Source: an optimization exercise on an open RTL-to-GDS flow (aim: a short achievable clock period and few clock cycles per item). Production flows keep margins and buffers that such runs may drop.
The RTL was checked by simulation tests, not by an equivalence proof against the original design.
No activity file was given, so power comes from the tool's default toggle rates.

red:
==> flow/design.v (excerpt) <==
module flw_dec (
    input  wire        clk,
    input  wire        rst,
    input  wire        in_valid,
    input  wire [7:0]  in_data,
    input  wire        in_last,
    output wire        in_ready,
    output reg         out_valid,
    output reg  [7:0]  out_data,
    output reg         done,
    output reg         res_ok,
    output reg  [3:0]  res_cause,
    output reg  [31:0] res_pos,
    output reg  [31:0] res_orig,
    output reg         mem_wr_en,
    output reg  [15:0] mem_wr_addr,
    output reg  [7:0]  mem_wr_data,
    output reg         mem_rd_en,
    output reg  [15:0] mem_rd_addr,
    input  wire [7:0]  mem_rd_data
);
Size in the first run: ~140 I/O pins.
==> flow/config.mk <==
export PLATFORM = sky130hd
export DESIGN_NAME = flw_dec
export DESIGN_NICKNAME = flw_dec
export VERILOG_FILES = /design/flow/design.v
export SDC_FILE = /design/flow/constraint.sdc
export NUM_CORES = 4
export LEC_CHECK = 0
export ABC_CLOCK_PERIOD_IN_PS = 3000
export CAP_MARGIN = 20
export CORE_MARGIN = 2
export CORE_UTILIZATION = 60
export GPL_TIMING_DRIVEN = 1
export PLACE_DENSITY = 0.7
export SETUP_SLACK_MARGIN = 5
export SLEW_MARGIN = 20
==> flow/constraint.sdc <==
create_clock -name core_clock -period 12.0 [get_ports {clk}]
set_input_delay 2.4000 -clock core_clock [delete_from_list [all_inputs] [get_ports {clk}]]
set_output_delay 2.4000 -clock core_clock [all_outputs]
set_load 0.01 [all_outputs]
standard.sh (not shown) runs the stock make flow with config.mk's settings and CLKGATE_MAP_FILE= SYNTH_SCRIPT=/design/flow/synth_recipe.tcl, a recipe that flattens the netlist after the stock synthesis.
==> flow/flow/run.sh <==
#!/bin/bash
set -euo pipefail
bash standard.sh SETUP_SLACK_MARGIN=8.6 finish > standard.log 2>&1
red: done, clean on timing, DRC and antenna
Testbench counts of red, summed over its fixed seeds: cycles 223,412, bytes 222,265.
[inputs] blue vs red
Settings: CORE_UTILIZATION now 45, was 60; PLACE_DENSITY now 0.6, was 0.7.
## What came out
Clock group share of total power: red and blue compared, lower one is red
Comparing the two runs side by side, blue comes out ahead of red on register-to-register slack.
Final cycle utilization of the critical path: red and blue compared, higher one is red


flw_dec, a different RTL version from the one above (not shown whole).
Size in the first run: ~140 I/O pins, about 75000 um2 of cells after synthesis.
Settings: LEC_CHECK=0, ABC_CLOCK_PERIOD_IN_PS=3000, CAP_MARGIN=20, CORE_MARGIN=2, CORE_UTILIZATION=60, GPL_TIMING_DRIVEN=1, PLACE_DENSITY=0.7, SETUP_SLACK_MARGIN=5, SLEW_MARGIN=20; clock period 12.0 ns.
Scripts as last shown in full above: flow/flow/run.sh
Testbench counts at the start, summed over its fixed seeds: cycles 224,113, bytes 222,265.
Change:
--- a/flow/config.mk
+++ b/flow/config.mk
@@ -10,5 +10,5 @@
 export CORE_MARGIN = 2
-export CORE_UTILIZATION = 60
+export CORE_UTILIZATION = 40
 export GPL_TIMING_DRIVEN = 1
-export PLACE_DENSITY = 0.7
+export PLACE_DENSITY = 0.55
 export SETUP_SLACK_MARGIN = 5
After rerunning: Synthesized area is unchanged. Non-clock buffer count rises by 76. Setup slack gets better by 0.011 ns. Final area rises by 2.5%.


the baseline:
flw_dec, a different RTL version from the one above (not shown whole).
Size in the first run: about 140 I/O pins, about 76000 µm² of cells after synthesis.
// flw_dec
module flw_dec (
    input  wire        clk,
    input  wire        rst,
    input  wire        in_valid,
    input  wire [7:0]  in_data,
    input  wire        in_last,
    output wire        in_ready,
    output reg         out_valid,
    output reg  [7:0]  out_data,
    output reg         done,
    output reg         res_ok,
    output reg  [3:0]  res_cause,
    output reg  [31:0] res_pos,
    output reg  [31:0] res_orig,
    output reg         mem_wr_en,
    output reg  [15:0] mem_wr_addr,
    output reg  [7:0]  mem_wr_data,
    output reg         mem_rd_en,
    output reg  [15:0] mem_rd_addr,
    input  wire [7:0]  mem_rd_data
);
    localparam [3:0] S_HDR    = 4'd0,
                     S_BH     = 4'd1,
                     S_STORED = 4'd2,
                     S_TOK    = 4'd3,
                     S_LEXT   = 4'd4,
                     S_LIT    = 4'd5,
                     S_DIST   = 4'd6,
                     S_MEXT   = 4'd7,
                     S_LCHK   = 4'd8,
                     S_TRL    = 4'd9,
                     S_DRAIN  = 4'd10,
                     S_MCHK   = 4'd11,
                     S_BEND   = 4'd12,
                     S_FIN    = 4'd13;
    localparam [1:0] K_LIT = 2'd0, K_MATCH = 2'd1, K_BEND = 2'd2, K_SEND = 2'd3;
    localparam [1:0] P_LIT = 2'd0, P_RAM = 2'd1, P_HIST = 2'd2, P_BEND = 2'd3;
    localparam [31:0] CRC_POLY = 32'h82F63B78;    
    function [31:0] crc8;
        input [31:0] c;
        input [7:0]  d;
        integer k;
        begin
            crc8 = c ^ {24'd0, d};
            for (k = 0; k < 8; k = k + 1)
                crc8 = crc8[0] ? ((crc8 >> 1) ^ CRC_POLY) : (crc8 >> 1);
        end
    endfunction
  ...
clock: 12.0 ns
lec_check: 0
abc_clock_period_in_ps: 3000
cap_margin: 20
core_margin: 2
core_utilization: 60
gpl_timing_driven: 1
place_density: 0.7
setup_slack_margin: 5
slew_margin: 20
Scripts as last shown in full above: flow/flow/run.sh
The baseline reached the final stage; the timing, design-rule and antenna checks on its layout passed.
Testbench counts of the baseline, summed over its fixed seeds: cycles 223,495, bytes 222,265.
## Diff of input files: the candidate against the baseline
Settings: CORE_UTILIZATION: 60 -> 45; PLACE_DENSITY: 0.7 -> 0.6.
### Flow results
- When the final numbers for the baseline and the candidate were put side by side, the number of nets in the layout turned out to be smaller in the baseline.
- Proportion of layout cells with a drive suffix above 1 up 0.96 points in the candidate wrt the baseline
- Of the two values seen for critical path capture point, e_x[8] was produced by the baseline and e_x[14] by the candidate.
- Against the baseline, the candidate reports a number of diodes that is higher.


run A:
flw_dec, a different RTL version from the one above (not shown whole).
Size: roughly 6500 cells after synthesis, ~140 I/O pins, roughly 0.078 mm2 of cells after synthesis.
clock: 12.0 ns
lec_check: 0
abc_clock_period_in_ps: 3000
cap_margin: 20
core_margin: 2
core_utilization: 60
gpl_timing_driven: 1
place_density: 0.7
setup_slack_margin: 5
slew_margin: 20
==> flow/flow/run.sh <==
#!/bin/bash
set -euo pipefail
bash standard.sh SETUP_SLACK_MARGIN=8.6 \
  "CTS_ARGS=-sink_clustering_enable -repair_clock_nets -buf_list sky130_fd_sc_hd__clkbuf_16 -sink_clustering_size 20 -sink_clustering_max_diameter 80 -wire_unit 20" \
  finish > standard.log 2>&1
The final layout from run A, which completed every stage, passed the timing, design-rule and antenna checks at the end of the flow.
Testbench counts of run A, summed over its fixed seeds: cycles 223,495, bytes 222,265.
Input-level comparison between run B and run A:
- PLACE_DENSITY now 0.6, was 0.7
- CORE_UTILIZATION now 45, was 60
==> flow/flow/run.sh <==
#!/bin/bash
set -euo pipefail
bash standard.sh SETUP_SLACK_MARGIN=8.6 finish > standard.log 2>&1
### Flow results
Note that the area of the core recorded for run A amounts to 0.75 times the value seen in run B. Changes observed in run B relative to run A: wire length on met3 dropped 22%, clock network fraction of design power rose 8.2 points. Delta (run B minus run A): register-to-register slack -0.02 ns; relative area of non-clock buffer cells in the final design shows a reduction of 1.1 points; number of H-tree levels rose 1. Run A ended up with sky130_fd_sc_hd__a222oi_1 as its cell with the largest stage delay on the worst path; run B ended up with sky130_fd_sc_hd__edfxtp_1. Diff run A -> run B | total power | increase of 11%.
What run C does differently from run B at the input level:
- PLACE_DENSITY now 0.7, was 0.6
- CORE_UTILIZATION now 60, was 45
Looking at proportion of power drawn by combinational gates across run B and run C, the one that comes out lower is run B. [run C vs run B] count of nets after finishing: higher in run C. Run C vs run B: routed wire length down slightly.

[afterwards: timing with drivers on the ports]
In the flow no input, the clock included, has a driving cell. The finished layouts below were timed again as built, in two steps.
Step 1: set_driving_cell puts a clkbuf_16 on clk and a buf_2 on each other input, an assumption about the parent block.
Step 2 moves the port delays by t, midway between the first and last clock arrival at a register: inputs arrive t later, outputs are due t later. That takes back most of the time a late clock gives input paths.
a / b / c = no drivers / after step 1 / after step 2; a / b = the first two.
run	shift t [ns]	setup WS [ns]	worst setup path after step 2	worst data-port slew with drivers (ns)
red	0.892	8.015 / 8.015 / 7.471	input to register	0.18
blue	0.899	8.209 / 8.209 / 7.546	input to register	0.07
the first run of note 2	0.915	7.570 / 7.570 / 6.748	input to register	0.12
the second run of note 2	0.909	7.581 / 7.581 / 6.910	input to register	0.07
the baseline	0.899	7.977 / 7.977 / 7.209	input to register	0.07
the candidate	0.881	7.815 / 7.815 / 7.391	input to register	0.05
run A	0.873	8.284 / 8.224 / 7.607	input to register	0.11
run B	0.903	8.265 / 8.189 / 7.573	input to register	0.06
run C	0.901	8.321 / 8.240 / 7.564	input to register	0.14
After both steps every run listed still meets setup and hold. For the first run of note 2, which loses most, drivers alone change the setup slack by 0.000 ns; drivers and shift together by -0.822 ns.
